Source: an optimization exercise on an open RTL-to-GDS flow (aim: small area, a short achievable clock period and few clock cycles per item). Production flows keep margins and buffers that such runs may drop. In this exercise RTL edits were held to simulation tests only and were not proved equivalent to the original. No activity file was given, so power comes from the tool's default toggle rates.

$ cat design/flow/flow/run.sh
#!/bin/bash
# Synthesis: the standard synthesis script (synth_recipe.tcl), except that
# ABC maps the lane modules with a delay target (flow/abc_lane.script), so
# that it recovers area there instead of mapping for the least delay; the
# top module gets its own (flow/abc_top.script). Then the standard layout
# steps, with buf_2 cells as the port buffers; the layout's timing repair
# aims at a setup slack of MARGIN ns (the clock period and constraints are
# unchanged) on the worst endpoints, and may resize cells across
# footprints.
set -euo pipefail
MARGIN=19
W=$PWD
cat > $W/own_synth.tcl <<EOC
proc abc {args} {
  set i [lsearch \$args -script]
  set lane_args \$args
  lset lane_args [expr {\$i + 1}] $W/flow/abc_lane.script
  yosys abc {*}\$lane_args vfix_lane vfix_fa vfix_xor2 vfix_xnor2
  set top_args \$args
  lset top_args [expr {\$i + 1}] $W/flow/abc_top.script
  yosys abc {*}\$top_args vfix_unit
}
source $W/synth_recipe.tcl
EOC
bash standard.sh SYNTH_SCRIPT=$W/own_synth.tcl synth > synth.log 2>&1
bash standard.sh SYNTH_SCRIPT=$W/own_synth.tcl "BUFFER_PORTS_ARGS=-buffer_cell sky130_fd_sc_hd__buf_2" \
    SETUP_SLACK_MARGIN=$MARGIN TNS_END_PERCENT=5 MATCH_CELL_FOOTPRINT=0 SKIP_LAST_GASP=1 finish > layout.log 2>&1
$ cat design/flow/flow/abc_lane.script
strash
dch
map -B 0.9 -D 2500
topo
stime -c
buffer -c
upsize -c -D 2500
dnsize -c -D 2500
$ cat design/flow/flow/abc_top.script
strash
dch
map -B 0.9 -D 1500
topo
stime -c
buffer -c
upsize -c -D 1500
dnsize -c -D 1500
$ cat design/flow/standard.sh
#!/bin/bash
# synth_recipe.tcl (not shown) runs the flow's synth.tcl, then flattens the netlist and writes it again
# the make line also repeats each setting of config.mk as NAME=value (left out here)
make -C /OpenROAD-flow-scripts/flow DESIGN_CONFIG=/design/flow/config.mk WORK_HOME=/design/flow/orfs CLKGATE_MAP_FILE= SYNTH_SCRIPT=/design/flow/synth_recipe.tcl "${@:-finish}"
$ cat design/flow/config.mk
export PLATFORM = sky130hd
export DESIGN_NAME = vfix_unit
export DESIGN_NICKNAME = vfix_unit
export VERILOG_FILES = /design/flow/design.v
export SDC_FILE = /design/flow/constraint.sdc
export NUM_CORES = 8
export LEC_CHECK = 0
export ABC_AREA = 1
export CAP_MARGIN = 0
export CORE_MARGIN = 2
export CORE_UTILIZATION = 65
export CTS_CLUSTER_DIAMETER = 80
export CTS_CLUSTER_SIZE = 25
export SLEW_MARGIN = 0
export SYNTH_HIERARCHICAL = 1
$ cat design/flow/constraint.sdc
create_clock -name core_clock -period 25.0 [get_ports {clk}]
set_input_delay 5.0000 -clock core_clock [delete_from_list [all_inputs] [get_ports {clk}]]
set_output_delay 5.0000 -clock core_clock [all_outputs]
set_load 0.01 [all_outputs]
$ cat design/flow/design.v
module vfix_lane (
    input  wire        neg,       
    input  wire        rne,       
    input  wire        k15,       
    input  wire        klo,       
    input  wire [16:0] X,
    input  wire [17:0] Y,
    input  wire [16:0] A,
    output wire [17:0] v
);
    wire [18:0] Ye = {Y, 1'b0};
    reg  [8:0] one, two, nb;
    integer i;
    always @* begin
        for (i = 0; i < 9; i = i + 1) begin
            one[i] = Ye[2*i+1] ^ Ye[2*i];
            two[i] = (Ye[2*i+2] & ~Ye[2*i+1] & ~Ye[2*i]) | (~Ye[2*i+2] & Ye[2*i+1] & Ye[2*i]);
            nb[i]  = Ye[2*i+2] ^ neg;
        end
        two[8] = 1'b0;
    end
    wire [17:0] Xs = {X[16], X};
    wire [17:0] X2 = {X, 1'b0};
    wire [17:0] pp0 = ((({18{one[0]}} & Xs) | ({18{two[0]}} & X2)) ^ {18{nb[0]}}) ^ 18'h20000;
    wire [17:0] pp1 = ((({18{one[1]}} & Xs) | ({18{two[1]}} & X2)) ^ {18{nb[1]}}) ^ 18'h20000;
    wire [17:0] pp2 = ((({18{one[2]}} & Xs) | ({18{two[2]}} & X2)) ^ {18{nb[2]}}) ^ 18'h20000;
    wire [17:0] pp3 = ((({18{one[3]}} & Xs) | ({18{two[3]}} & X2)) ^ {18{nb[3]}}) ^ 18'h20000;
    wire [17:0] pp4 = ((({18{one[4]}} & Xs) | ({18{two[4]}} & X2)) ^ {18{nb[4]}}) ^ 18'h20000;
    wire [17:0] pp5 = ((({18{one[5]}} & Xs) | ({18{two[5]}} & X2)) ^ {18{nb[5]}}) ^ 18'h20000;
    wire [17:0] pp6 = ((({18{one[6]}} & Xs) | ({18{two[6]}} & X2)) ^ {18{nb[6]}}) ^ 18'h20000;
    wire [17:0] pp7 = ((({18{one[7]}} & Xs) | ({18{two[7]}} & X2)) ^ {18{nb[7]}}) ^ 18'h20000;
    wire [17:0] pp8 = ((({18{one[8]}} & Xs) | ({18{two[8]}} & X2)) ^ {18{nb[8]}}) ^ 18'h20000;
    wire cr0 = ~klo;
    wire cr15 = ~(k15 ^ klo);
    wire cr16 = ~(k15 | klo);
    wire cr17 = (k15 | klo);
    wire ks0, kc0, ks1, kc1, ks2, kc2, ks3, kc3, ks4, kc4, ks5, kc5;
    wire ks6, kc6, ks7, kc7, ks8, kc8, ks9, kc9, ks10, kc10, ks11, kc11;
    wire ks12, kc12, ks13, kc13, ks14, kc14, ks15, kc15, ks16, kc16, ks17, kc17;
    wire ks18, kc18, ks19, kc19, ks20, kc20, hs0, hc0, fs0, fc0, fs1, fc1;
    wire fs2, fc2, fs3, fc3, hs1, hc1, fs4, fc4, hs2, hc2, hs3, hc3;
    wire fs5, fc5, hs4, hc4, fs6, fc6, hs5, hc5, fs7, fc7, fs8, fc8;
    wire hs6, hc6, fs9, fc9, fs10, fc10, fs11, fc11, fs12, fc12, fs13, fc13;
    wire fs14, fc14, fs15, fc15, fs16, fc16, fs17, fc17, fs18, fc18, fs19, fc19;
    wire fs20, fc20, fs21, fc21, fs22, fc22, fs23, fc23, fs24, fc24, fs25, fc25;
    wire hs7, hc7, fs26, fc26, fs27, fc27, fs28, fc28, fs29, fc29, hs8, hc8;
    wire fs30, fc30, fs31, fc31, hs9, hc9, fs32, fc32, hs10, hc10, hs11, hc11;
    wire fs33, fc33, hs12, hc12, fs34, fc34, hs13, hc13, fs35, fc35, fs36, fc36;
    wire fs37, fc37, fs38, fc38, fs39, fc39, fs40, fc40, fs41, fc41, fs42, fc42;
    wire fs43, fc43, fs44, fc44, fs45, fc45, fs46, fc46, fs47, fc47, fs48, fc48;
    wire fs49, fc49, fs50, fc50, fs51, fc51, fs52, fc52, fs53, fc53, fs54, fc54;
    wire fs55, fc55, fs56, fc56, fs57, fc57, fs58, fc58, fs59, fc59, fs60, fc60;
    wire fs61, fc61, fs62, fc62, fs63, fc63, fs64, fc64, fs65, fc65, fs66, fc66;
    wire fs67, fc67, hs14, hc14, fs68, fc68, fs69, fc69, hs15, hc15, fs70, fc70;
    wire hs16, hc16, hs17, hc17, fs71, fc71, fs72, fc72, fs73, fc73, fs74, fc74;
    wire fs75, fc75, fs76, fc76, fs77, fc77, fs78, fc78, fs79, fc79, fs80, fc80;
    wire fs81, fc81, fs82, fc82, fs83, fc83, fs84, fc84, fs85, fc85, fs86, fc86;
    wire fs87, fc87, fs88, fc88, fs89, fc89, fs90, fc90, fs91, fc91, fs92, fc92;
    wire fs93, fc93, fs94, fc94, hs18, hc18, fs95, fc95, hs19, hc19, hs20, hc20;
    wire hs21, hc21, hs22, hc22, fs96, fc96, fs97, fc97, fs98, fc98, fs99, fc99;
    wire fs100, fc100, fs101, fc101, fs102, fc102, fs103, fc103, fs104, fc104, fs105, fc105;
    wire fs106, fc106, fs107, fc107, fs108, fc108, fs109, fc109, fs110, fc110, fs111, fc111;
    wire fs112, fc112, fs113, fc113, fs114, fc114, fs115, fc115, fs116, fc116, fs117, fc117;
    wire fs118, fc118, fs119, fc119, fs120, fc120, fs121, fc121, fs122, fc122, fs123, fc123;
    wire hs23, hc23, fs124, fc124, g0_0, p0_0, g1_1, p1_1, g2_2, p2_2, g3_3, p3_3;
    wire g4_4, p4_4, g5_5, p5_5, g6_6, p6_6, g7_7, p7_7, g8_8, p8_8, g9_9, p9_9;
    wire g10_10, p10_10, g11_11, p11_11, g12_12, p12_12, g13_13, p13_13, g14_14, p14_14, g15_15, p15_15;
    wire g16_16, p16_16, g17_17, p17_17, g18_18, p18_18, g19_19, p19_19, g20_20, p20_20, g21_21, p21_21;
    wire g22_22, p22_22, g23_23, p23_23, g24_24, p24_24, g25_25, p25_25, g26_26, p26_26, g27_27, p27_27;
    wire g28_28, p28_28, g29_29, p29_29, g30_30, p30_30, g31_31, p31_31, g32_32, p32_32, g33_33, p33_33;
    wire G34, G35, P35, G36, P36, G37, P37, G38, P38, G39, P39, G40;
    wire P40, G41, P41, G42, G43, P43, G44, P44, G45, P45, G46, G47;
    wire P47, G48, G49, G50, P50, G51, P51, G52, P52, G53, P53, G54;
    wire P54, G55, P55, G56, P56, G57, P57, G58, P58, G59, P59, G60;
    wire P60, G61, P61, G62, P62, G63, P63, G64, P64, G65, P65, G66;
    wire P66, G67, P67, G68, P68, G69, P69, G70, P70, G71, P71, G72;
    wire P72, G73, P73, G74, P74, G75, P75, G76, P76, G77, P77, G78;
    wire P78, G79, P79, G80, P80, G81, P81, G82, P82, G83, P83, G84;
    wire P84, C85, C86, C87, C88, C89, C90, C91, C92, C93, C94, C95;
    wire C96, C97, C98, C99, C100, C101, vs0, vs1, vs2, vs3, vs4, vs5;
    wire vs6, vs7, vs8, vs9, vs10, vs11, vs12, vs13, vs14, vs15, vs16, vs17;
    assign ks0 = ~(nb[1] ^ pp0[2]);
    assign kc0 = nb[1] | pp0[2];
    assign ks1 = ~(pp0[3] ^ pp1[1]);
    assign kc1 = pp0[3] | pp1[1];
    assign ks2 = ~(nb[2] ^ pp0[4]);
    assign kc2 = nb[2] | pp0[4];
    assign ks3 = ~(pp0[5] ^ pp1[3]);
    assign kc3 = pp0[5] | pp1[3];
    assign ks4 = ~(nb[3] ^ pp0[6]);
    assign kc4 = nb[3] | pp0[6];
    assign ks5 = ~(pp0[7] ^ pp1[5]);
    assign kc5 = pp0[7] | pp1[5];
    assign ks6 = ~(nb[4] ^ pp0[8]);
    assign kc6 = nb[4] | pp0[8];
    assign ks7 = ~(pp0[9] ^ pp1[7]);
    assign kc7 = pp0[9] | pp1[7];
    assign ks8 = ~(nb[5] ^ pp0[10]);
    assign kc8 = nb[5] | pp0[10];
    assign ks9 = ~(pp0[11] ^ pp1[9]);
    assign kc9 = pp0[11] | pp1[9];
    assign ks10 = ~(nb[6] ^ pp0[12]);
    assign kc10 = nb[6] | pp0[12];
    assign ks11 = ~(pp0[13] ^ pp1[11]);
    assign kc11 = pp0[13] | pp1[11];
    assign ks12 = ~(nb[7] ^ pp0[14]);
    assign kc12 = nb[7] | pp0[14];
    assign ks13 = ~(A[2] ^ pp1[16]);
    assign kc13 = A[2] | pp1[16];
    assign ks14 = ~(A[4] ^ pp2[16]);
    assign kc14 = A[4] | pp2[16];
    assign ks15 = ~(A[6] ^ pp3[16]);
    assign kc15 = A[6] | pp3[16];
    assign ks16 = ~(A[8] ^ pp4[16]);
    assign kc16 = A[8] | pp4[16];
    assign ks17 = ~(A[10] ^ pp5[16]);
    assign kc17 = A[10] | pp5[16];
    assign ks18 = ~(A[12] ^ pp6[16]);
    assign kc18 = A[12] | pp6[16];
    assign ks19 = ~(A[14] ^ pp7[16]);
    assign kc19 = A[14] | pp7[16];
    assign ks20 = ~(A[16] ^ pp8[16]);
    assign kc20 = A[16] | pp8[16];
    assign hs0 = cr15 ^ pp0[15];
    assign hc0 = cr15 & pp0[15];
    vfix_fa u_fa0 (.a(A[0]), .b(nb[8]), .ci(cr16), .s(fs0), .co(fc0));
    vfix_fa u_fa1 (.a(pp0[16]), .b(pp1[14]), .ci(pp2[12]), .s(fs1), .co(fc1));
    vfix_fa u_fa2 (.a(A[1]), .b(cr17), .ci(pp0[17]), .s(fs2), .co(fc2));
    vfix_fa u_fa3 (.a(pp1[15]), .b(pp2[13]), .ci(pp3[11]), .s(fs3), .co(fc3));
    assign hs1 = pp2[14] ^ pp3[12];
    assign hc1 = pp2[14] & pp3[12];
    vfix_fa u_fa4 (.a(A[3]), .b(pp1[17]), .ci(pp2[15]), .s(fs4), .co(fc4));
    assign hs2 = pp1[8] ^ pp2[6];
    assign hc2 = pp1[8] & pp2[6];
    assign hs3 = pp2[7] ^ pp3[5];
    assign hc3 = pp2[7] & pp3[5];
    vfix_fa u_fa5 (.a(pp1[10]), .b(pp2[8]), .ci(pp3[6]), .s(fs5), .co(fc5));
    assign hs4 = pp4[4] ^ pp5[2];
    assign hc4 = pp4[4] & pp5[2];
    vfix_fa u_fa6 (.a(pp2[9]), .b(pp3[7]), .ci(pp4[5]), .s(fs6), .co(fc6));
    assign hs5 = pp5[3] ^ pp6[1];
    assign hc5 = pp5[3] & pp6[1];
    vfix_fa u_fa7 (.a(pp1[12]), .b(pp2[10]), .ci(pp3[8]), .s(fs7), .co(fc7));
    vfix_fa u_fa8 (.a(pp4[6]), .b(pp5[4]), .ci(pp6[2]), .s(fs8), .co(fc8));
    assign hs6 = pp7[0] ^ kc11;
    assign hc6 = pp7[0] & kc11;
    vfix_fa u_fa9 (.a(pp1[13]), .b(pp2[11]), .ci(pp3[9]), .s(fs9), .co(fc9));
    vfix_fa u_fa10 (.a(pp4[7]), .b(pp5[5]), .ci(pp6[3]), .s(fs10), .co(fc10));
    vfix_fa u_fa11 (.a(pp7[1]), .b(kc12), .ci(hs0), .s(fs11), .co(fc11));
    vfix_fa u_fa12 (.a(fs0), .b(pp3[10]), .ci(pp4[8]), .s(fs12), .co(fc12));
    vfix_fa u_fa13 (.a(pp5[6]), .b(pp6[4]), .ci(pp7[2]), .s(fs13), .co(fc13));
    vfix_fa u_fa14 (.a(pp8[0]), .b(hc0), .ci(fs1), .s(fs14), .co(fc14));
    vfix_fa u_fa15 (.a(fc0), .b(pp4[9]), .ci(pp5[7]), .s(fs15), .co(fc15));
    vfix_fa u_fa16 (.a(pp6[5]), .b(pp7[3]), .ci(pp8[1]), .s(fs16), .co(fc16));
    vfix_fa u_fa17 (.a(fc1), .b(fs2), .ci(fs3), .s(fs17), .co(fc17));
    vfix_fa u_fa18 (.a(pp4[10]), .b(pp5[8]), .ci(pp6[6]), .s(fs18), .co(fc18));
    vfix_fa u_fa19 (.a(pp7[4]), .b(pp8[2]), .ci(hs1), .s(fs19), .co(fc19));
    vfix_fa u_fa20 (.a(ks13), .b(fc2), .ci(fc3), .s(fs20), .co(fc20));
    vfix_fa u_fa21 (.a(pp3[13]), .b(pp4[11]), .ci(pp5[9]), .s(fs21), .co(fc21));
    vfix_fa u_fa22 (.a(pp6[7]), .b(pp7[5]), .ci(pp8[3]), .s(fs22), .co(fc22));
    vfix_fa u_fa23 (.a(hc1), .b(kc13), .ci(fs4), .s(fs23), .co(fc23));
    vfix_fa u_fa24 (.a(pp3[14]), .b(pp4[12]), .ci(pp5[10]), .s(fs24), .co(fc24));
    vfix_fa u_fa25 (.a(pp6[8]), .b(pp7[6]), .ci(pp8[4]), .s(fs25), .co(fc25));
    assign hs7 = ks14 ^ fc4;
    assign hc7 = ks14 & fc4;
    vfix_fa u_fa26 (.a(A[5]), .b(pp2[17]), .ci(pp3[15]), .s(fs26), .co(fc26));
    vfix_fa u_fa27 (.a(pp4[13]), .b(pp5[11]), .ci(pp6[9]), .s(fs27), .co(fc27));
    vfix_fa u_fa28 (.a(pp7[7]), .b(pp8[5]), .ci(kc14), .s(fs28), .co(fc28));
    vfix_fa u_fa29 (.a(pp4[14]), .b(pp5[12]), .ci(pp6[10]), .s(fs29), .co(fc29));
    assign hs8 = pp7[8] ^ pp8[6];
    assign hc8 = pp7[8] & pp8[6];
    vfix_fa u_fa30 (.a(A[7]), .b(pp3[17]), .ci(pp4[15]), .s(fs30), .co(fc30));
    vfix_fa u_fa31 (.a(pp5[13]), .b(pp6[11]), .ci(pp7[9]), .s(fs31), .co(fc31));
    assign hs9 = pp5[14] ^ pp6[12];
    assign hc9 = pp5[14] & pp6[12];
    vfix_fa u_fa32 (.a(A[9]), .b(pp4[17]), .ci(pp5[15]), .s(fs32), .co(fc32));
    assign hs10 = pp1[4] ^ pp2[2];
    assign hc10 = pp1[4] & pp2[2];
    assign hs11 = pp2[3] ^ pp3[1];
    assign hc11 = pp2[3] & pp3[1];
    vfix_fa u_fa33 (.a(pp1[6]), .b(pp2[4]), .ci(pp3[2]), .s(fs33), .co(fc33));
    assign hs12 = pp4[0] ^ kc5;
    assign hc12 = pp4[0] & kc5;
    vfix_fa u_fa34 (.a(pp2[5]), .b(pp3[3]), .ci(pp4[1]), .s(fs34), .co(fc34));
    assign hs13 = kc6 ^ ks7;
    assign hc13 = kc6 & ks7;
    vfix_fa u_fa35 (.a(pp3[4]), .b(pp4[2]), .ci(pp5[0]), .s(fs35), .co(fc35));
    vfix_fa u_fa36 (.a(kc7), .b(hs2), .ci(ks8), .s(fs36), .co(fc36));
    vfix_fa u_fa37 (.a(pp4[3]), .b(pp5[1]), .ci(hc2), .s(fs37), .co(fc37));
    vfix_fa u_fa38 (.a(kc8), .b(hs3), .ci(ks9), .s(fs38), .co(fc38));
    vfix_fa u_fa39 (.a(pp6[0]), .b(hc3), .ci(kc9), .s(fs39), .co(fc39));
    vfix_fa u_fa40 (.a(hs4), .b(ks10), .ci(fs5), .s(fs40), .co(fc40));
    vfix_fa u_fa41 (.a(hc4), .b(kc10), .ci(hs5), .s(fs41), .co(fc41));
    vfix_fa u_fa42 (.a(ks11), .b(fc5), .ci(fs6), .s(fs42), .co(fc42));
    vfix_fa u_fa43 (.a(hc5), .b(ks12), .ci(fc6), .s(fs43), .co(fc43));
    vfix_fa u_fa44 (.a(hs6), .b(fs7), .ci(fs8), .s(fs44), .co(fc44));
    vfix_fa u_fa45 (.a(hc6), .b(fc7), .ci(fc8), .s(fs45), .co(fc45));
    vfix_fa u_fa46 (.a(fs10), .b(fs9), .ci(fs11), .s(fs46), .co(fc46));
    vfix_fa u_fa47 (.a(fc10), .b(fc9), .ci(fs12), .s(fs47), .co(fc47));
    vfix_fa u_fa48 (.a(fs13), .b(fc11), .ci(fs14), .s(fs48), .co(fc48));
    vfix_fa u_fa49 (.a(fc12), .b(fc13), .ci(fs15), .s(fs49), .co(fc49));
    vfix_fa u_fa50 (.a(fs16), .b(fc14), .ci(fs17), .s(fs50), .co(fc50));
    vfix_fa u_fa51 (.a(fc15), .b(fc16), .ci(fs18), .s(fs51), .co(fc51));
    vfix_fa u_fa52 (.a(fs19), .b(fs20), .ci(fc17), .s(fs52), .co(fc52));
    vfix_fa u_fa53 (.a(fc18), .b(fs21), .ci(fs22), .s(fs53), .co(fc53));
    vfix_fa u_fa54 (.a(fc19), .b(fc20), .ci(fs23), .s(fs54), .co(fc54));
    vfix_fa u_fa55 (.a(fc21), .b(fc22), .ci(fs24), .s(fs55), .co(fc55));
    vfix_fa u_fa56 (.a(fs25), .b(hs7), .ci(fc23), .s(fs56), .co(fc56));
    vfix_fa u_fa57 (.a(fc24), .b(fc25), .ci(fs26), .s(fs57), .co(fc57));
    vfix_fa u_fa58 (.a(fs27), .b(hc7), .ci(fs28), .s(fs58), .co(fc58));
    vfix_fa u_fa59 (.a(hs8), .b(ks15), .ci(fc26), .s(fs59), .co(fc59));
    vfix_fa u_fa60 (.a(fc27), .b(fs29), .ci(fc28), .s(fs60), .co(fc60));
    vfix_fa u_fa61 (.a(pp8[7]), .b(hc8), .ci(kc15), .s(fs61), .co(fc61));
    vfix_fa u_fa62 (.a(fc29), .b(fs30), .ci(fs31), .s(fs62), .co(fc62));
    vfix_fa u_fa63 (.a(pp7[10]), .b(pp8[8]), .ci(hs9), .s(fs63), .co(fc63));
    vfix_fa u_fa64 (.a(ks16), .b(fc30), .ci(fc31), .s(fs64), .co(fc64));
    vfix_fa u_fa65 (.a(pp6[13]), .b(pp7[11]), .ci(pp8[9]), .s(fs65), .co(fc65));
    vfix_fa u_fa66 (.a(hc9), .b(kc16), .ci(fs32), .s(fs66), .co(fc66));
    vfix_fa u_fa67 (.a(pp6[14]), .b(pp7[12]), .ci(pp8[10]), .s(fs67), .co(fc67));
    assign hs14 = ks17 ^ fc32;
    assign hc14 = ks17 & fc32;
    vfix_fa u_fa68 (.a(A[11]), .b(pp5[17]), .ci(pp6[15]), .s(fs68), .co(fc68));
    vfix_fa u_fa69 (.a(pp7[13]), .b(pp8[11]), .ci(kc17), .s(fs69), .co(fc69));
    assign hs15 = pp7[14] ^ pp8[12];
    assign hc15 = pp7[14] & pp8[12];
    vfix_fa u_fa70 (.a(A[13]), .b(pp6[17]), .ci(pp7[15]), .s(fs70), .co(fc70));
    assign hs16 = pp1[2] ^ pp2[0];
    assign hc16 = pp1[2] & pp2[0];
    assign hs17 = pp2[1] ^ kc2;
    assign hc17 = pp2[1] & kc2;
    vfix_fa u_fa71 (.a(pp3[0]), .b(kc3), .ci(hs10), .s(fs71), .co(fc71));
    vfix_fa u_fa72 (.a(hc10), .b(kc4), .ci(hs11), .s(fs72), .co(fc72));
    vfix_fa u_fa73 (.a(hc11), .b(ks6), .ci(hs12), .s(fs73), .co(fc73));
    vfix_fa u_fa74 (.a(hc12), .b(fc33), .ci(fs34), .s(fs74), .co(fc74));
    vfix_fa u_fa75 (.a(fc34), .b(hc13), .ci(fs35), .s(fs75), .co(fc75));
    vfix_fa u_fa76 (.a(fc35), .b(fs37), .ci(fc36), .s(fs76), .co(fc76));
    vfix_fa u_fa77 (.a(fc37), .b(fs39), .ci(fc38), .s(fs77), .co(fc77));
    vfix_fa u_fa78 (.a(fc39), .b(fs41), .ci(fc40), .s(fs78), .co(fc78));
    vfix_fa u_fa79 (.a(fc41), .b(fs43), .ci(fc42), .s(fs79), .co(fc79));
    vfix_fa u_fa80 (.a(fc43), .b(fs45), .ci(fc44), .s(fs80), .co(fc80));
    vfix_fa u_fa81 (.a(fc45), .b(fs47), .ci(fc46), .s(fs81), .co(fc81));
    vfix_fa u_fa82 (.a(fc47), .b(fs49), .ci(fc48), .s(fs82), .co(fc82));
    vfix_fa u_fa83 (.a(fc49), .b(fs51), .ci(fc50), .s(fs83), .co(fc83));
    vfix_fa u_fa84 (.a(fc51), .b(fs53), .ci(fc52), .s(fs84), .co(fc84));
    vfix_fa u_fa85 (.a(fc53), .b(fs55), .ci(fc54), .s(fs85), .co(fc85));
    vfix_fa u_fa86 (.a(fc55), .b(fs57), .ci(fs58), .s(fs86), .co(fc86));
    vfix_fa u_fa87 (.a(fs59), .b(fc57), .ci(fs60), .s(fs87), .co(fc87));
    vfix_fa u_fa88 (.a(fs61), .b(fc59), .ci(fs62), .s(fs88), .co(fc88));
    vfix_fa u_fa89 (.a(fc61), .b(fs63), .ci(fs64), .s(fs89), .co(fc89));
    vfix_fa u_fa90 (.a(fs65), .b(fc63), .ci(fc64), .s(fs90), .co(fc90));
    vfix_fa u_fa91 (.a(fc65), .b(fs67), .ci(hs14), .s(fs91), .co(fc91));
    vfix_fa u_fa92 (.a(fc67), .b(fs68), .ci(hc14), .s(fs92), .co(fc92));
    vfix_fa u_fa93 (.a(hs15), .b(ks18), .ci(fc68), .s(fs93), .co(fc93));
    vfix_fa u_fa94 (.a(pp8[13]), .b(hc15), .ci(kc18), .s(fs94), .co(fc94));
    assign hs18 = pp8[14] ^ ks19;
    assign hc18 = pp8[14] & ks19;
    vfix_fa u_fa95 (.a(A[15]), .b(pp7[17]), .ci(pp8[15]), .s(fs95), .co(fc95));
    assign hs19 = nb[0] ^ cr0;
    assign hc19 = nb[0] & cr0;
    assign hs20 = 1'b1 ^ pp0[1];
    assign hc20 = 1'b1 & pp0[1];
    assign hs21 = pp1[0] ^ ks0;
    assign hc21 = pp1[0] & ks0;
    assign hs22 = kc0 ^ ks1;
    assign hc22 = kc0 & ks1;
    vfix_fa u_fa96 (.a(kc1), .b(hs16), .ci(ks2), .s(fs96), .co(fc96));
    vfix_fa u_fa97 (.a(hc16), .b(ks3), .ci(hs17), .s(fs97), .co(fc97));
    vfix_fa u_fa98 (.a(ks4), .b(hc17), .ci(fs71), .s(fs98), .co(fc98));
    vfix_fa u_fa99 (.a(ks5), .b(fc71), .ci(fs72), .s(fs99), .co(fc99));
    vfix_fa u_fa100 (.a(fs33), .b(fc72), .ci(fs73), .s(fs100), .co(fc100));
    vfix_fa u_fa101 (.a(hs13), .b(fc73), .ci(fs74), .s(fs101), .co(fc101));
    vfix_fa u_fa102 (.a(fs36), .b(fc74), .ci(fs75), .s(fs102), .co(fc102));
    vfix_fa u_fa103 (.a(fs38), .b(fc75), .ci(fs76), .s(fs103), .co(fc103));
    vfix_fa u_fa104 (.a(fs40), .b(fc76), .ci(fs77), .s(fs104), .co(fc104));
    vfix_fa u_fa105 (.a(fs42), .b(fc77), .ci(fs78), .s(fs105), .co(fc105));
    vfix_fa u_fa106 (.a(fs44), .b(fc78), .ci(fs79), .s(fs106), .co(fc106));
    vfix_fa u_fa107 (.a(fs46), .b(fc79), .ci(fs80), .s(fs107), .co(fc107));
    vfix_fa u_fa108 (.a(fc80), .b(fs48), .ci(fs81), .s(fs108), .co(fc108));
    vfix_fa u_fa109 (.a(fs50), .b(fc81), .ci(fs82), .s(fs109), .co(fc109));
    vfix_fa u_fa110 (.a(fs52), .b(fc82), .ci(fs83), .s(fs110), .co(fc110));
    vfix_fa u_fa111 (.a(fs54), .b(fc83), .ci(fs84), .s(fs111), .co(fc111));
    vfix_fa u_fa112 (.a(fs56), .b(fc84), .ci(fs85), .s(fs112), .co(fc112));
    vfix_fa u_fa113 (.a(fc56), .b(fs86), .ci(fc85), .s(fs113), .co(fc113));
    vfix_fa u_fa114 (.a(fc58), .b(fc86), .ci(fs87), .s(fs114), .co(fc114));
    vfix_fa u_fa115 (.a(fc60), .b(fs88), .ci(fc87), .s(fs115), .co(fc115));
    vfix_fa u_fa116 (.a(fc62), .b(fc88), .ci(fs89), .s(fs116), .co(fc116));
    vfix_fa u_fa117 (.a(fs66), .b(fc89), .ci(fs90), .s(fs117), .co(fc117));
    vfix_fa u_fa118 (.a(fc66), .b(fs91), .ci(fc90), .s(fs118), .co(fc118));
    vfix_fa u_fa119 (.a(fs69), .b(fs92), .ci(fc91), .s(fs119), .co(fc119));
    vfix_fa u_fa120 (.a(fc69), .b(fs93), .ci(fc92), .s(fs120), .co(fc120));
    vfix_fa u_fa121 (.a(fs70), .b(fs94), .ci(fc93), .s(fs121), .co(fc121));
    vfix_fa u_fa122 (.a(fc70), .b(hs18), .ci(fc94), .s(fs122), .co(fc122));
    vfix_fa u_fa123 (.a(kc19), .b(hc18), .ci(fs95), .s(fs123), .co(fc123));
    assign hs23 = ks20 ^ fc95;
    assign hc23 = ks20 & fc95;
    vfix_fa u_fa124 (.a(A[16]), .b(pp8[17]), .ci(kc20), .s(fs124), .co(fc124));
    assign g0_0 = pp0[0] & hs19;
    assign p0_0 = pp0[0] ^ hs19;
    assign g1_1 = hc19 & hs20;
    assign p1_1 = hc19 ^ hs20;
    assign g2_2 = hc20 & hs21;
    assign p2_2 = hc20 ^ hs21;
    assign g3_3 = hc21 & hs22;
    assign p3_3 = hc21 ^ hs22;
    assign g4_4 = hc22 & fs96;
    assign p4_4 = hc22 ^ fs96;
    assign g5_5 = fc96 & fs97;
    assign p5_5 = fc96 ^ fs97;
    assign g6_6 = fc97 & fs98;
    assign p6_6 = fc97 ^ fs98;
    assign g7_7 = fc98 & fs99;
    assign p7_7 = fc98 ^ fs99;
    assign g8_8 = fc99 & fs100;
    assign p8_8 = fc99 ^ fs100;
    assign g9_9 = fc100 & fs101;
    assign p9_9 = fc100 ^ fs101;
    assign g10_10 = fc101 & fs102;
    assign p10_10 = fc101 ^ fs102;
    assign g11_11 = fc102 & fs103;
    assign p11_11 = fc102 ^ fs103;
    assign g12_12 = fc103 & fs104;
    assign p12_12 = fc103 ^ fs104;
    assign g13_13 = fc104 & fs105;
    assign p13_13 = fc104 ^ fs105;
    assign g14_14 = fc105 & fs106;
    assign p14_14 = fc105 ^ fs106;
    assign g15_15 = fc106 & fs107;
    assign p15_15 = fc106 ^ fs107;
    assign g16_16 = fc107 & fs108;
    assign p16_16 = fc107 ^ fs108;
    assign g17_17 = fc108 & fs109;
    assign p17_17 = fc108 ^ fs109;
    assign g18_18 = fc109 & fs110;
    assign p18_18 = fc109 ^ fs110;
    assign g19_19 = fc110 & fs111;
    assign p19_19 = fc110 ^ fs111;
    assign g20_20 = fc111 & fs112;
    assign p20_20 = fc111 ^ fs112;
    assign g21_21 = fc112 & fs113;
    assign p21_21 = fc112 ^ fs113;
    assign g22_22 = fc113 & fs114;
    assign p22_22 = fc113 ^ fs114;
    assign g23_23 = fc114 & fs115;
    assign p23_23 = fc114 ^ fs115;
    assign g24_24 = fc115 & fs116;
    assign p24_24 = fc115 ^ fs116;
    assign g25_25 = fc116 & fs117;
    assign p25_25 = fc116 ^ fs117;
    assign g26_26 = fc117 & fs118;
    assign p26_26 = fc117 ^ fs118;
    assign g27_27 = fc118 & fs119;
    assign p27_27 = fc118 ^ fs119;
    assign g28_28 = fc119 & fs120;
    assign p28_28 = fc119 ^ fs120;
    assign g29_29 = fc120 & fs121;
    assign p29_29 = fc120 ^ fs121;
    assign g30_30 = fc121 & fs122;
    assign p30_30 = fc121 ^ fs122;
    assign g31_31 = fc122 & fs123;
    assign p31_31 = fc122 ^ fs123;
    assign g32_32 = fc123 & hs23;
    assign p32_32 = fc123 ^ hs23;
    assign g33_33 = hc23 & fs124;
    assign p33_33 = hc23 ^ fs124;
    wire cin0 = rne ? (p16_16 ^ A[0]) : 1'b1;
    assign G34 = g0_0 | (p0_0 & cin0);
    assign G35 = g2_2 | (p2_2 & g1_1);
    assign P35 = p2_2 & p1_1;
    assign G36 = g4_4 | (p4_4 & g3_3);
    assign P36 = p4_4 & p3_3;
    assign G37 = g6_6 | (p6_6 & g5_5);
    assign P37 = p6_6 & p5_5;
    assign G38 = g8_8 | (p8_8 & g7_7);
    assign P38 = p8_8 & p7_7;
    assign G39 = g10_10 | (p10_10 & g9_9);
    assign P39 = p10_10 & p9_9;
    assign G40 = g12_12 | (p12_12 & g11_11);
    assign P40 = p12_12 & p11_11;
    assign G41 = g14_14 | (p14_14 & g13_13);
    assign P41 = p14_14 & p13_13;
    assign G42 = G35 | (P35 & G34);
    assign G43 = G37 | (P37 & G36);
    assign P43 = P37 & P36;
    assign G44 = G39 | (P39 & G38);
    assign P44 = P39 & P38;
    assign G45 = G41 | (P41 & G40);
    assign P45 = P41 & P40;
    assign G46 = G43 | (P43 & G42);
    assign G47 = G45 | (P45 & G44);
    assign P47 = P45 & P44;
    assign G48 = G47 | (P47 & G46);
    assign G49 = g15_15 | (p15_15 & G48);
    assign G50 = g17_17 | (p17_17 & g16_16);
    assign P50 = p17_17 & p16_16;
    assign G51 = g19_19 | (p19_19 & g18_18);
    assign P51 = p19_19 & p18_18;
    assign G52 = g21_21 | (p21_21 & g20_20);
    assign P52 = p21_21 & p20_20;
    assign G53 = g23_23 | (p23_23 & g22_22);
    assign P53 = p23_23 & p22_22;
    assign G54 = g25_25 | (p25_25 & g24_24);
    assign P54 = p25_25 & p24_24;
    assign G55 = g27_27 | (p27_27 & g26_26);
    assign P55 = p27_27 & p26_26;
    assign G56 = g29_29 | (p29_29 & g28_28);
    assign P56 = p29_29 & p28_28;
    assign G57 = g31_31 | (p31_31 & g30_30);
    assign P57 = p31_31 & p30_30;
    assign G58 = g33_33 | (p33_33 & g32_32);
    assign P58 = p33_33 & p32_32;
    assign G59 = g18_18 | (p18_18 & G50);
    assign P59 = p18_18 & P50;
    assign G60 = G51 | (P51 & G50);
    assign P60 = P51 & P50;
    assign G61 = g22_22 | (p22_22 & G52);
    assign P61 = p22_22 & P52;
    assign G62 = G53 | (P53 & G52);
    assign P62 = P53 & P52;
    assign G63 = g26_26 | (p26_26 & G54);
    assign P63 = p26_26 & P54;
    assign G64 = G55 | (P55 & G54);
    assign P64 = P55 & P54;
    assign G65 = g30_30 | (p30_30 & G56);
    assign P65 = p30_30 & P56;
    assign G66 = G57 | (P57 & G56);
    assign P66 = P57 & P56;
    assign G67 = g20_20 | (p20_20 & G60);
    assign P67 = p20_20 & P60;
    assign G68 = G52 | (P52 & G60);
    assign P68 = P52 & P60;
    assign G69 = G61 | (P61 & G60);
    assign P69 = P61 & P60;
    assign G70 = G62 | (P62 & G60);
    assign P70 = P62 & P60;
    assign G71 = g28_28 | (p28_28 & G64);
    assign P71 = p28_28 & P64;
    assign G72 = G56 | (P56 & G64);
    assign P72 = P56 & P64;
    assign G73 = G65 | (P65 & G64);
    assign P73 = P65 & P64;
    assign G74 = G66 | (P66 & G64);
    assign P74 = P66 & P64;
    assign G75 = g24_24 | (p24_24 & G70);
    assign P75 = p24_24 & P70;
    assign G76 = G54 | (P54 & G70);
    assign P76 = P54 & P70;
    assign G77 = G63 | (P63 & G70);
    assign P77 = P63 & P70;
    assign G78 = G64 | (P64 & G70);
    assign P78 = P64 & P70;
    assign G79 = G71 | (P71 & G70);
    assign P79 = P71 & P70;
    assign G80 = G72 | (P72 & G70);
    assign P80 = P72 & P70;
    assign G81 = G73 | (P73 & G70);
    assign P81 = P73 & P70;
    assign G82 = G74 | (P74 & G70);
    assign P82 = P74 & P70;
    assign G83 = g32_32 | (p32_32 & G82);
    assign P83 = p32_32 & P82;
    assign G84 = G58 | (P58 & G82);
    assign P84 = P58 & P82;
    assign C85 = g16_16 | (p16_16 & G49);
    assign C86 = G50 | (P50 & G49);
    assign C87 = G59 | (P59 & G49);
    assign C88 = G60 | (P60 & G49);
    assign C89 = G67 | (P67 & G49);
    assign C90 = G68 | (P68 & G49);
    assign C91 = G69 | (P69 & G49);
    assign C92 = G70 | (P70 & G49);
    assign C93 = G75 | (P75 & G49);
    assign C94 = G76 | (P76 & G49);
    assign C95 = G77 | (P77 & G49);
    assign C96 = G78 | (P78 & G49);
    assign C97 = G79 | (P79 & G49);
    assign C98 = G80 | (P80 & G49);
    assign C99 = G81 | (P81 & G49);
    assign C100 = G82 | (P82 & G49);
    assign C101 = G83 | (P83 & G49);
    vfix_xor2 u_vs0 (.a(p16_16), .b(G49), .y(vs0));
    vfix_xor2 u_vs1 (.a(p17_17), .b(C85), .y(vs1));
    vfix_xor2 u_vs2 (.a(p18_18), .b(C86), .y(vs2));
    vfix_xor2 u_vs3 (.a(p19_19), .b(C87), .y(vs3));
    vfix_xor2 u_vs4 (.a(p20_20), .b(C88), .y(vs4));
    vfix_xor2 u_vs5 (.a(p21_21), .b(C89), .y(vs5));
    vfix_xor2 u_vs6 (.a(p22_22), .b(C90), .y(vs6));
    vfix_xor2 u_vs7 (.a(p23_23), .b(C91), .y(vs7));
    vfix_xor2 u_vs8 (.a(p24_24), .b(C92), .y(vs8));
    vfix_xor2 u_vs9 (.a(p25_25), .b(C93), .y(vs9));
    vfix_xor2 u_vs10 (.a(p26_26), .b(C94), .y(vs10));
    vfix_xor2 u_vs11 (.a(p27_27), .b(C95), .y(vs11));
    vfix_xor2 u_vs12 (.a(p28_28), .b(C96), .y(vs12));
    vfix_xor2 u_vs13 (.a(p29_29), .b(C97), .y(vs13));
    vfix_xor2 u_vs14 (.a(p30_30), .b(C98), .y(vs14));
    vfix_xor2 u_vs15 (.a(p31_31), .b(C99), .y(vs15));
    vfix_xor2 u_vs16 (.a(p32_32), .b(C100), .y(vs16));
    vfix_xor2 u_vs17 (.a(p33_33), .b(C101), .y(vs17));
    assign v = {vs17, vs16, vs15, vs14, vs13, vs12, vs11, vs10, vs9, vs8, vs7, vs6, vs5, vs4, vs3, vs2, vs1, vs0};
endmodule
module vfix_fa (
    input  wire a,
    input  wire b,
    input  wire ci,
    output wire s,
    output wire co
);
    assign s  = a ^ b ^ ci;
    assign co = (a & b) | (a & ci) | (b & ci);
endmodule
module vfix_xor2 (
    input  wire a,
    input  wire b,
    output wire y
);
    assign y = a ^ b;
endmodule
module vfix_xnor2 (
    input  wire a,
    input  wire b,
    output wire y
);
    assign y = ~(a ^ b);
endmodule
module vfix_unit #(
    parameter LANES = 4
) (
    input  wire                  clk,
    input  wire                  rst,
    input  wire                  in_valid,
    output wire                  in_ready,
    input  wire [2:0]            in_func,
    input  wire                  in_type,
    input  wire [1:0]            in_rnd,
    input  wire                  in_zero,
    input  wire [LANES-1:0]      in_pred,
    input  wire [16*LANES-1:0]   in_a,
    input  wire [16*LANES-1:0]   in_b,
    input  wire [16*LANES-1:0]   in_c,
    input  wire [16*LANES-1:0]   in_d,
    output reg                   out_valid,
    output reg  [16*LANES-1:0]   out_d,
    output reg                   out_sat
);
    assign in_ready = 1'b1;
    wire f_fma  = (in_func == 3'd1);
    wire f_fms  = (in_func == 3'd2);
    wire f_lerp = (in_func == 3'd3);
    wire f_add  = (in_func == 3'd4);
    wire f_sub  = (in_func == 3'd5);
    wire f_rsh  = (in_func == 3'd6);
    wire f_conv = (in_func == 3'd7);
    wire f_pow2 = in_func[2];            
    wire typ    = in_type;
    wire a_sgn  = f_conv ? typ : ~typ;   
    wire neg    = f_fms | f_sub;         
    wire k15 = f_fms ? (in_rnd != 2'd0) : (in_rnd != 2'd1);
    wire klo = f_fms & ~in_rnd[1];
    wire [17*LANES-1:0] bma_all;
    genvar gl;
    generate
        for (gl = 0; gl < LANES; gl = gl + 1) begin : g_sub
            wire [15:0] sa = in_a[16*gl +: 16];
            wire [15:0] sb = in_b[16*gl +: 16];
            wire [15:0] sg = sb & ~sa;
            wire [15:0] sx, bm;
            wire sg0_1, sg0_3, sp0_3, sg0_5, sp0_5, sg0_7, sp0_7, sg0_9, sp0_9, sg0_11;
            wire sp0_11, sg0_13, sp0_13, sg0_15, sp0_15, sg1_2, sp1_2, sg1_3, sp1_3, sg1_6;
            wire sp1_6, sg1_7, sp1_7, sg1_10, sp1_10, sg1_11, sp1_11, sg1_14, sp1_14, sg1_15;
            wire sp1_15, sg2_4, sp2_4, sg2_5, sp2_5, sg2_6, sp2_6, sg2_7, sp2_7, sg2_12;
            wire sp2_12, sg2_13, sp2_13, sg2_14, sp2_14, sg2_15, sp2_15, sg3_8, sp3_8, sg3_9;
            wire sp3_9, sg3_10, sp3_10, sg3_11, sp3_11, sg3_12, sp3_12, sg3_13, sp3_13, sg3_14;
            wire sp3_14, sg3_15, sp3_15, sg4_16, sp4_16;
            assign sg0_1 = sg[0] | (~sx[0] & 1'b1);
            assign sg0_3 = sg[2] | (~sx[2] & sg[1]);
            assign sp0_3 = ~sx[2] & ~sx[1];
            assign sg0_5 = sg[4] | (~sx[4] & sg[3]);
            assign sp0_5 = ~sx[4] & ~sx[3];
            assign sg0_7 = sg[6] | (~sx[6] & sg[5]);
            assign sp0_7 = ~sx[6] & ~sx[5];
            assign sg0_9 = sg[8] | (~sx[8] & sg[7]);
            assign sp0_9 = ~sx[8] & ~sx[7];
            assign sg0_11 = sg[10] | (~sx[10] & sg[9]);
            assign sp0_11 = ~sx[10] & ~sx[9];
            assign sg0_13 = sg[12] | (~sx[12] & sg[11]);
            assign sp0_13 = ~sx[12] & ~sx[11];
            assign sg0_15 = sg[14] | (~sx[14] & sg[13]);
            assign sp0_15 = ~sx[14] & ~sx[13];
            assign sg1_2 = sg[1] | (~sx[1] & sg0_1);
            assign sp1_2 = ~sx[1] & 1'b0;
            assign sg1_3 = sg0_3 | (sp0_3 & sg0_1);
            assign sp1_3 = sp0_3 & 1'b0;
            assign sg1_6 = sg[5] | (~sx[5] & sg0_5);
            assign sp1_6 = ~sx[5] & sp0_5;
            assign sg1_7 = sg0_7 | (sp0_7 & sg0_5);
            assign sp1_7 = sp0_7 & sp0_5;
            assign sg1_10 = sg[9] | (~sx[9] & sg0_9);
            assign sp1_10 = ~sx[9] & sp0_9;
            assign sg1_11 = sg0_11 | (sp0_11 & sg0_9);
            assign sp1_11 = sp0_11 & sp0_9;
            assign sg1_14 = sg[13] | (~sx[13] & sg0_13);
            assign sp1_14 = ~sx[13] & sp0_13;
            assign sg1_15 = sg0_15 | (sp0_15 & sg0_13);
            assign sp1_15 = sp0_15 & sp0_13;
            assign sg2_4 = sg[3] | (~sx[3] & sg1_3);
            assign sp2_4 = ~sx[3] & sp1_3;
            assign sg2_5 = sg0_5 | (sp0_5 & sg1_3);
            assign sp2_5 = sp0_5 & sp1_3;
            assign sg2_6 = sg1_6 | (sp1_6 & sg1_3);
            assign sp2_6 = sp1_6 & sp1_3;
            assign sg2_7 = sg1_7 | (sp1_7 & sg1_3);
            assign sp2_7 = sp1_7 & sp1_3;
            assign sg2_12 = sg[11] | (~sx[11] & sg1_11);
            assign sp2_12 = ~sx[11] & sp1_11;
            assign sg2_13 = sg0_13 | (sp0_13 & sg1_11);
            assign sp2_13 = sp0_13 & sp1_11;
            assign sg2_14 = sg1_14 | (sp1_14 & sg1_11);
            assign sp2_14 = sp1_14 & sp1_11;
            assign sg2_15 = sg1_15 | (sp1_15 & sg1_11);
            assign sp2_15 = sp1_15 & sp1_11;
            assign sg3_8 = sg[7] | (~sx[7] & sg2_7);
            assign sp3_8 = ~sx[7] & sp2_7;
            assign sg3_9 = sg0_9 | (sp0_9 & sg2_7);
            assign sp3_9 = sp0_9 & sp2_7;
            assign sg3_10 = sg1_10 | (sp1_10 & sg2_7);
            assign sp3_10 = sp1_10 & sp2_7;
            assign sg3_11 = sg1_11 | (sp1_11 & sg2_7);
            assign sp3_11 = sp1_11 & sp2_7;
            assign sg3_12 = sg2_12 | (sp2_12 & sg2_7);
            assign sp3_12 = sp2_12 & sp2_7;
            assign sg3_13 = sg2_13 | (sp2_13 & sg2_7);
            assign sp3_13 = sp2_13 & sp2_7;
            assign sg3_14 = sg2_14 | (sp2_14 & sg2_7);
            assign sp3_14 = sp2_14 & sp2_7;
            assign sg3_15 = sg2_15 | (sp2_15 & sg2_7);
            assign sp3_15 = sp2_15 & sp2_7;
            assign sg4_16 = sg[15] | (~sx[15] & sg3_15);
            assign sp4_16 = ~sx[15] & sp3_15;
            assign sx[0] = sa[0] ^ sb[0];
            vfix_xnor2 u_s0 (.a(sx[0]), .b(1'b1), .y(bm[0]));
            assign sx[1] = sa[1] ^ sb[1];
            vfix_xnor2 u_s1 (.a(sx[1]), .b(sg0_1), .y(bm[1]));
            assign sx[2] = sa[2] ^ sb[2];
            vfix_xnor2 u_s2 (.a(sx[2]), .b(sg1_2), .y(bm[2]));
            assign sx[3] = sa[3] ^ sb[3];
            vfix_xnor2 u_s3 (.a(sx[3]), .b(sg1_3), .y(bm[3]));
            assign sx[4] = sa[4] ^ sb[4];
            vfix_xnor2 u_s4 (.a(sx[4]), .b(sg2_4), .y(bm[4]));
            assign sx[5] = sa[5] ^ sb[5];
            vfix_xnor2 u_s5 (.a(sx[5]), .b(sg2_5), .y(bm[5]));
            assign sx[6] = sa[6] ^ sb[6];
            vfix_xnor2 u_s6 (.a(sx[6]), .b(sg2_6), .y(bm[6]));
            assign sx[7] = sa[7] ^ sb[7];
            vfix_xnor2 u_s7 (.a(sx[7]), .b(sg2_7), .y(bm[7]));
            assign sx[8] = sa[8] ^ sb[8];
            vfix_xnor2 u_s8 (.a(sx[8]), .b(sg3_8), .y(bm[8]));
            assign sx[9] = sa[9] ^ sb[9];
            vfix_xnor2 u_s9 (.a(sx[9]), .b(sg3_9), .y(bm[9]));
            assign sx[10] = sa[10] ^ sb[10];
            vfix_xnor2 u_s10 (.a(sx[10]), .b(sg3_10), .y(bm[10]));
            assign sx[11] = sa[11] ^ sb[11];
            vfix_xnor2 u_s11 (.a(sx[11]), .b(sg3_11), .y(bm[11]));
            assign sx[12] = sa[12] ^ sb[12];
            vfix_xnor2 u_s12 (.a(sx[12]), .b(sg3_12), .y(bm[12]));
            assign sx[13] = sa[13] ^ sb[13];
            vfix_xnor2 u_s13 (.a(sx[13]), .b(sg3_13), .y(bm[13]));
            assign sx[14] = sa[14] ^ sb[14];
            vfix_xnor2 u_s14 (.a(sx[14]), .b(sg3_14), .y(bm[14]));
            assign sx[15] = sa[15] ^ sb[15];
            vfix_xnor2 u_s15 (.a(sx[15]), .b(sg3_15), .y(bm[15]));
            assign bma_all[17*gl +: 17] = {~sg4_16, bm};
        end
    endgenerate
    reg [17*LANES-1:0] p_x, p_a;
    reg [18*LANES-1:0] p_y;
    reg [15:0] a, b, c, d, a16;
    reg [16:0] bma;
    reg [17:0] yp, y;
    reg [18:0] ye;
    reg        pr, sx_lerp, sx_b, sx_a, sa_d, sa_c, sa_a, sy_c, sy_b, sy_b2, sy_p;
    integer l, j;
    always @* begin
        for (l = 0; l < LANES; l = l + 1) begin
            a  = in_a[16*l +: 16];
            b  = in_b[16*l +: 16];
            c  = in_c[16*l +: 16];
            d  = in_d[16*l +: 16];
            pr = in_pred[l];
            bma = bma_all[17*l +: 17];
            sx_lerp = pr & f_lerp;
            sx_b    = pr & (f_sub | f_add);
            sx_a    = pr & ~f_lerp & ~f_sub & ~f_add;
            p_x[17*l +: 17] = ({17{sx_lerp}} & bma)
                            | ({17{sx_b}}    & {~typ & b[15], b})
                            | ({17{sx_a}}    & {a_sgn & a[15], a});
            sa_d = ~pr & ~in_zero;
            sa_c = pr & (f_fma | f_fms);
            sa_a = pr & (f_lerp | f_add | f_sub | (f_conv & typ));
            a16  = ({16{sa_d}} & d) | ({16{sa_c}} & c) | ({16{sa_a}} & a);
            p_a[17*l +: 17] = {a16[15] & (~typ | (pr & f_conv)), a16};
            sy_c  = pr & f_lerp;
            sy_b  = pr & ~f_pow2 & ~f_lerp & typ;
            sy_b2 = pr & ~f_pow2 & ~f_lerp & ~typ;
            sy_p  = pr & f_pow2;
            for (j = 0; j < 18; j = j + 1)
                yp[j] = f_rsh ? (b[3:0] == 16 - j)
                              : ((f_conv & ~typ) ? (j == 15) : (j == 16));
            y = ({18{sy_c}} & {2'b00, c}) | ({18{sy_b}} & {2'b00, b})
              | ({18{sy_b2}} & {b[15], b, 1'b0}) | ({18{sy_p}} & yp);
            p_y[18*l +: 18] = y;
        end
    end
    reg                 s1_valid;
    reg                 s1_typ, s1_rne, s1_k15, s1_klo;
    reg [LANES-1:0]     s1_neg;
    reg [17*LANES-1:0]  s1_x, s1_a;
    reg [18*LANES-1:0]  s1_y;
    always @(posedge clk) begin
        if (rst)
            s1_valid <= 1'b0;
        else
            s1_valid <= in_valid;
        s1_neg <= {LANES{neg}} & in_pred;    
        s1_typ <= typ;
        s1_rne <= in_rnd[1];
        s1_k15 <= k15;
        s1_klo <= klo;
        s1_x   <= p_x;
        s1_y   <= p_y;
        s1_a   <= p_a;
    end
    wire [18*LANES-1:0] lane_v;
    genvar i;
    generate
        for (i = 0; i < LANES; i = i + 1) begin : g_lane
            vfix_lane u_lane (
                .neg (s1_neg[i]),
                .rne (s1_rne),
                .k15 (s1_k15),
                .klo (s1_klo),
                .X   (s1_x[17*i +: 17]),
                .Y   (s1_y[18*i +: 18]),
                .A   (s1_a[17*i +: 17]),
                .v   (lane_v[18*i +: 18])
            );
        end
    endgenerate
    reg                 s2_valid;
    reg                 s2_typ;
    reg [18*LANES-1:0]  s2_v;
    always @(posedge clk) begin
        if (rst)
            s2_valid <= 1'b0;
        else
            s2_valid <= s1_valid;
        s2_typ <= s1_typ;
        s2_v   <= lane_v;
    end
    reg [16*LANES-1:0] res;
    reg                sat;
    reg [17:0]         v;
    reg                ovf;
    integer q;
    always @* begin
        sat = 1'b0;
        for (q = 0; q < LANES; q = q + 1) begin
            v   = s2_v[18*q +: 18];
            ovf = s2_typ ? (v[17] | v[16]) : ~((v[17] == v[16]) & (v[16] == v[15]));
            sat = sat | ovf;
            if (!ovf)
                res[16*q +: 16] = v[15:0];
            else if (s2_typ)
                res[16*q +: 16] = {16{~v[17]}};
            else
                res[16*q +: 16] = {v[17], {15{~v[17]}}};
        end
    end
    always @(posedge clk) begin
        if (rst)
            out_valid <= 1'b0;
        else
            out_valid <= s2_valid;
        out_d   <= res;
        out_sat <= sat;
    end
endmodule
==> metrics.cfg, run 1 <==
[timing]
slew_headroom = 0.2164
fin_ws_ns = 18.89
period_minus_slack_ns = 6.114
fmax_mhz = 163.6
rsz0062_at_grt = yes
tns_ns = 0
drv_slew = 0
finalClockSkew_ns = 0.01627
post-route-period-util = 0.2446
finalSetupViolations = 0
tightest_slew_ns = 1.175
hold_violations = 0

[synthesis]
synth_edf_count = 0
ys.flop_type = dfxtp_1
synth_top_cell_area_share = 0.2207
synth_area_mm2 = 0.04535
synth_seq_area_share = 0.1576
syn_inst = 5557
yosys_warnings = 8
avgSynthCellArea_um2 = 8.160
ys_top_cells_by_area = fa_1 (22%), dfxtp_1 (16%), xor2_1 (14%)
ys_ff_latch = 357
synth_cell_types = 41
yosys.area.top_type = fa_1
async_reset_ff_frac = 0

[worst_setup_path]
critPathTopFamily = buffers and inverters
start_kind = primary input
crit_path_cell_trace = clkbuf_4 -> clkinvlp_4 -> buf_4 -> nand3_1 -> clkinvlp_4 -> buf_2 -> a21oi_1 -> o21ai_0
required_ns = 25.49
cp.buffers_inverters = 5
cp_common_cell = clkinvlp_4
path_class = in -> reg
arrival_ns = 6.60
max_stage_delay_ns = 0.26
crit_path_end_kind = flip-flop
cp.depth = 8
cp_max_fo = 11
reg2reg_depth = 23
cp_slowest_cell = clkbuf_4

[drt]
first_pass_iters = 6
ant_nets = 0
drt_iter0_markers = 4331
vias_per_cell = 6.055
via_count = 40480
drcViolationCount = 0
avgRoutedWirePerCell_um = 21.65
routed_wl_um = 144700

[finish]
mostFrequentLayoutCells = nand2_1 (953), inv_1 (723), xor2_1 (720)
nets = 6885
final_common_cell = nand2_1
drive_above_1_share = 0.1232
synthToLayoutAreaGrowth_pct = 9.271
fill_cells = 5660

[floorplan]
top_level_ports = 337
die_area_mm2 = 0.07189
start_util = 0.6589
core_area_mm2 = 0.06883
die_y_um = 268.1
rows = 96
die_w_um = 268.1

[power_and_ir_drop]
p_sw_uw = 4038
pwr-share-clk = 0.054
switching_share = 0.5381
p_comb_frac = 0.827
p_leak_uw = 0.02514
ir_worst_vdd_uv = 249.8
seqPwrFrac = 0.119
power.density_mw_per_mm2 = 151.4
internal-power_uw = 3466

[grt]
grt_pass1_vias = 38940
antenna_found_initial = 11
grt_max_degree = 33
grt_pass1_wl_um = 218900
grt_use_total = 0.3929
gr-total-overflow = 0

[min_path]
hold_path.class = reg -> reg
hold_depth = 0

[cts]
cts_root_buffer = clkbuf_16
cts_buffer_depth = 3
holdBufCountCts = 0
cts_made_buffers = 22
htreeDepth = 1
clk_latency_ns = 0.60
path_clk_slew_ns = 0.10
cts_tree = built
clock-sinks = 357

[placement]
gp_congestion = 0.9962
dp_hpwl_um = 113000
io_buffers = 335
dpl_worst_slack_ns = 17.31

[outcome]
status = no timing/DRC/antenna violations

[job]
maxCapViolations = 0

-- layer usage --
metal	vias to the layer above	GRT usage	share of wire
met1	19180	0.5160	0.39
met2	2385	0.6322	0.45
met4	12	0.1699	0.052
met3	477	0.07780	0.11
met5	-	0	0.00052
li1	18420	-	-
-- timing repair --
item,in CTS,in global routing
gates resized for setup,56,113
cloned,4,4
setup endpoints to repair,341,314
pin swaps,5,3
buffers inserted,16,30
-- synthesized netlist by cell type (12+ instances only) --
| cell type | n |
|---|---|
| ha_1 | 382 |
| nand4_1 | 12 |
| a21o_1 | 24 |
| nor2_1 | 213 |
| a21oi_1 | 199 |
| o2111ai_1 | 25 |
| clkbuf_1 | 192 |
| nor3_1 | 19 |
| o21bai_1 | 16 |
| o211ai_1 | 71 |
| dfxtp_1 | 357 |
| fa_1 | 500 |
| nand2_1 | 996 |
| nand3_1 | 121 |
| buf_4 | 73 |
| buf_1 | 24 |
| o21ai_0 | 67 |
| o221ai_1 | 32 |
| inv_2 | 28 |
| xnor2_1 | 105 |
| o22ai_1 | 552 |
| xor2_1 | 720 |
| inv_1 | 758 |
-- per-module statistics from Yosys (local to each module, per instance) --
module / cells inside / copies in the design / area, um2
vfix_fa: 1 / 500 / 20.02
vfix_xor2: 1 / 72 / 8.758
vfix_lane: 751 / 4 / 4845
vfix_unit: 1917 / 1 / 14770
vfix_xnor2: 1 / 64 / 8.758
-- power groups by stage --
| stage | Sequential (uW) | Combinational (uW) | Clock, uW |
|---|---|---|---|
| after floorplan | 910 | 5920 | 0 |
| after global placement | 899 | 5880 | 0 |
| after detailed placement | 900 | 6070 | 0 |
| after CTS | 886 | 6130 | 410 |
| after global routing | 904 | 7040 | 430 |
| final | 892 | 6210 | 405 |
-- path summary, 6_finish.rpt --
kind / startpoint / to / slack [ns]
max reg2reg: s1_y[37] / s2_v[53] / 19.13
min reg2reg: s1_typ / s2_typ / 0.34
min: s1_typ / s2_typ / 0.34
max: in_type / s1_y[32] / 18.89
-- metrics by stage --
stage | utilization | instance area, um2 | hold WS, ns | power, uW | std cells
after floorplan | - | 45750 | 0.3096 | 6831 | 5561
final | 0.7200 | 49550 | 0.3430 | 7505 | 6685
after CTS | 0.7092 | 48810 | 0.3322 | 7426 | 6645
after global placement | 0.6929 | 47690 | 0.3102 | 6780 | 6586
after detailed placement | 0.6929 | 47690 | 0.3201 | 6968 | 6586
after global routing | 0.7197 | 49540 | 0.3308 | 8372 | 6679
-- flip-flops by register name, indices dropped and copies added, names as in the netlist, 4 cells and up --
signal	cells
s1_x	68
s1_y	72
out_d	64
s1_a	68
s1_neg	4
s2_v	72
-- cell families (layout without fill, tap and decap cells) --
group	Yosys count	after routing	share of synthesized area
other cells	1	11	0.00008270
simple gates	1379	1380	0.1198
flops	357	357	0.1576
fa+ha+maj	882	882	0.3261
xor+xnor	825	825	0.1593
buf+inv	1095	1281	0.09698
compound gates	1018	1018	0.1401
-- layout make-up --
type	instances	area, um2	share of cell area
clock inverter	14	131.4	0.002651
clock buffer	25	593.1	0.01197
timing repair buffer	440	2575	0.05197
tap	931	1165	0.02351
antenna	6	15.01	0.0003030
sequential	357	7177	0.1448
inverter	795	3094	0.06244
multi-input combinational	4110	34750	0.7013
timing repair inverter	7	52.55	0.001061
Testbench counts, summed over its fixed seeds: cycles 16,024, items 16,000.
==> run 2: changes to the inputs <==
--- a/design/flow/flow/run.sh
+++ b/design/flow/flow/run.sh
@@ -25,3 +25,3 @@
 bash standard.sh SYNTH_SCRIPT=$W/own_synth.tcl synth > synth.log 2>&1
 bash standard.sh SYNTH_SCRIPT=$W/own_synth.tcl "BUFFER_PORTS_ARGS=-buffer_cell sky130_fd_sc_hd__buf_2" \
-    SETUP_SLACK_MARGIN=$MARGIN TNS_END_PERCENT=5 MATCH_CELL_FOOTPRINT=0 SKIP_LAST_GASP=1 finish > layout.log 2>&1
+    SETUP_SLACK_MARGIN=$MARGIN TNS_END_PERCENT=5 MATCH_CELL_FOOTPRINT=0 SKIP_GATE_CLONING=1 finish > layout.log 2>&1
==> metrics.cfg, run 2 <==
[worst_setup_path]
cp.depth = 1
reg2reg_slack_ns = 19.13
path_class = reg -> out
start_kind = flip-flop
critPathTopFamily = flip-flops
cp.buffers_inverters = 1
required_ns = 20.00
reg2reg_depth = 22
cp_max_fo = 1
max_stage_delay_ns = 0.37
arrival_ns = 1.11
cp_slowest_cell = dfxtp_1
crit_path_end_kind = output port
crit_path_cell_trace = buf_2

[drt]
drcViolationCount = 0
routed_wl_um = 144800
avgRoutedWirePerCell_um = 21.69
ant_nets = 0
via_count = 40510
vias_per_cell = 6.066
first_pass_iters = 6
drt_iter0_markers = 4710

[min_path]
hold_depth = 0
hold_path.class = reg -> reg

[floorplan]
die_area_mm2 = 0.07189
top_level_ports = 337
die_w_um = 268.1
rows = 96
die_y_um = 268.1
start_util = 0.6589
core_area_mm2 = 0.06883

[placement]
io_buffers = 335
gp_congestion = 0.9962
dp_hpwl_um = 113000
place_area_mm2 = 0.04769

[timing]
tns_ns = 0
slew_headroom = 0.2144
finalClockSkew_ns = 0.01813
tightest_slew_ns = 1.178
period_minus_slack_ns = 6.110
post-route-period-util = 0.2444
hold_violations = 0
fmax_mhz = 163.7
finalSetupViolations = 0
drv_slew = 0
rsz0062_at_grt = yes

[synthesis]
yosys_warnings = 8
async_reset_ff_frac = 0
synth_top_cell_area_share = 0.2207
synth_edf_count = 0
yosys.area.top_type = fa_1
ys_top_cells_by_area = fa_1 (22%), dfxtp_1 (16%), xor2_1 (14%)
syn_inst = 5557
ys.flop_type = dfxtp_1
yosysMostFrequentCell = nand2_1
avgSynthCellArea_um2 = 8.160
synth_seq_area_share = 0.1576
synth_area_mm2 = 0.04535
netlist_top_cells_count = nand2_1 (996), inv_1 (758), xor2_1 (720), o22ai_1 (552), fa_1 (500)
ys_ff_latch = 357
synth_cell_types = 41

[grt]
grt_use_total = 0.3935
antenna_found_initial = 11
grt_pass1_vias = 38930
grt_max_degree = 33
grt_pass1_wl_um = 219100
gr-total-overflow = 0

[finish]
synthToLayoutAreaGrowth_pct = 9.155
nets = 6879
drive_above_1_share = 0.1224
final_common_cell = nand2_1
fill_cells = 5673
utilization = 0.7192
mostFrequentLayoutCells = nand2_1 (952), inv_1 (723), xor2_1 (720)
reg_top3 = s1_y x72, s2_v x72
stdcell_area_mm2 = 0.04950

[power_and_ir_drop]
p_leak_uw = 0.02513
power.density_mw_per_mm2 = 151.6
ir_worst_vdd_uv = 249.6

[cts]
path_clk_slew_ns = 0.10
holdBufCountCts = 0
clock-sinks = 357
cts_tree = built
cts_buffer_depth = 3
cts_root_buffer = clkbuf_16
cts_made_buffers = 22
htreeDepth = 1
clk_latency_ns = 0.60

[outcome]
status = no timing/DRC/antenna violations

[job]
maxCapViolations = 0

[run 2: logic make-up after synthesis]
logic type | Yosys count | share of synthesized area
AO/OA/AOI/OAI | 1018 | 0.1401
adder cells (fa/ha/maj) | 882 | 0.3261
other | 1 | 0.00008270
buffers and inverters | 1095 | 0.09698
XOR/XNOR | 825 | 0.1593
AND/OR/NAND/NOR | 1379 | 0.1198
flip-flops | 357 | 0.1576
[run 2: path summary, 6_finish.rpt]
kind	startpoint	end
hold reg to reg	s1_typ	s2_typ
setup reg to reg	s1_klo	s2_v[61]
setup / recovery	out_d[44]	out_d[44]
hold / removal	s1_typ	s2_typ
[run 2: stage by stage]
stage / hold slack (ns) / total power [uW] / setup slack, ns / std cells
finish: 0.3345 / 7503 / 18.89 / 6678
global route: 0.3304 / 8366 / 18.84 / 6673
CTS: 0.3322 / 7426 / 18.84 / 6645
detailed placement: 0.3201 / 6968 / 17.31 / 6586
global placement: 0.3102 / 6780 / 17.38 / 6586
floorplan: 0.3096 / 6831 / 18.73 / 5561
[run 2: timing repair]
| item | 4_1_cts | 5_1_grt |
|---|---|---|
| setup endpoints to repair | 341 | 313 |
| pin swaps | 5 | 4 |
| buffers inserted | 20 | 28 |
| resized for setup | 52 | 110 |
[run 2: routing by layer]
layer | track usage | vias to the layer above | part of all wire
met2 | 0.6318 | 2425 | 0.45
met3 | 0.08045 | 461 | 0.11
met5 | 0 | - | 0.00050
met1 | 0.5165 | 19200 | 0.39
met4 | 0.1696 | 12 | 0.051
li1 | - | 18410 | -
[run 2: Yosys stat by module (local to each module, per instance)]
module      times used  flops+latches  cell area, um2
vfix_unit            1            357           14770
vfix_lane            4              0            4845
vfix_fa            500              0           20.02
vfix_xnor2          64              0           8.758
vfix_xor2           72              0           8.758
[run 2: power by group]
group / internal (uW) / total (uW) / leakage, uW / switching [uW]
registers: 825 / 892 / 0.00298 / 66.8
clock network: 180 / 407 / 0.000355 / 227
logic: 2460 / 6200 / 0.0218 / 3740
[run 2: layout make-up]
cell class | count | area, um2 | share of cell area
Antenna cell | 5 | 12.51 | 0.0002528
Clock buffer | 25 | 593.1 | 0.01198
Clock inverter | 14 | 131.4 | 0.002654
Inverter | 795 | 3094 | 0.06251
Multi-Input combinational cell | 4109 | 34730 | 0.7017
Sequential cell | 357 | 7179 | 0.1450
Tap cell | 931 | 1165 | 0.02353
Timing Repair Buffer | 442 | 2592 | 0.05237

## port drivers added, routing unchanged
No port has a modelled driver above. Below, the same layouts with a new extraction and two added sets of constraints. Step 1: set_driving_cell puts a clkbuf_16 on clk and a buf_2 on each other input, an assumption about the parent block. Step 2 adds t to the input delays and takes it off the output delays; t is the mean of the earliest and latest rising clock arrival at the registers after step 1. Input paths then give back, and output paths get back, about the clock's delay inside the block. Three values: no drivers, after step 1, after step 2; two values: the first two.
run | t (ns) | setup WS [ns] | worst setup path after step 2
run 1 | 0.661 | 18.886 / 18.817 / 18.193 | input to register
run 2 | 0.667 | 18.890 / 18.818 / 18.187 | input to register
After both steps setup and hold are still met in every run listed. The setup slack of run 2, which loses most, moves by -0.072 ns with the drivers and by -0.703 ns with both steps.
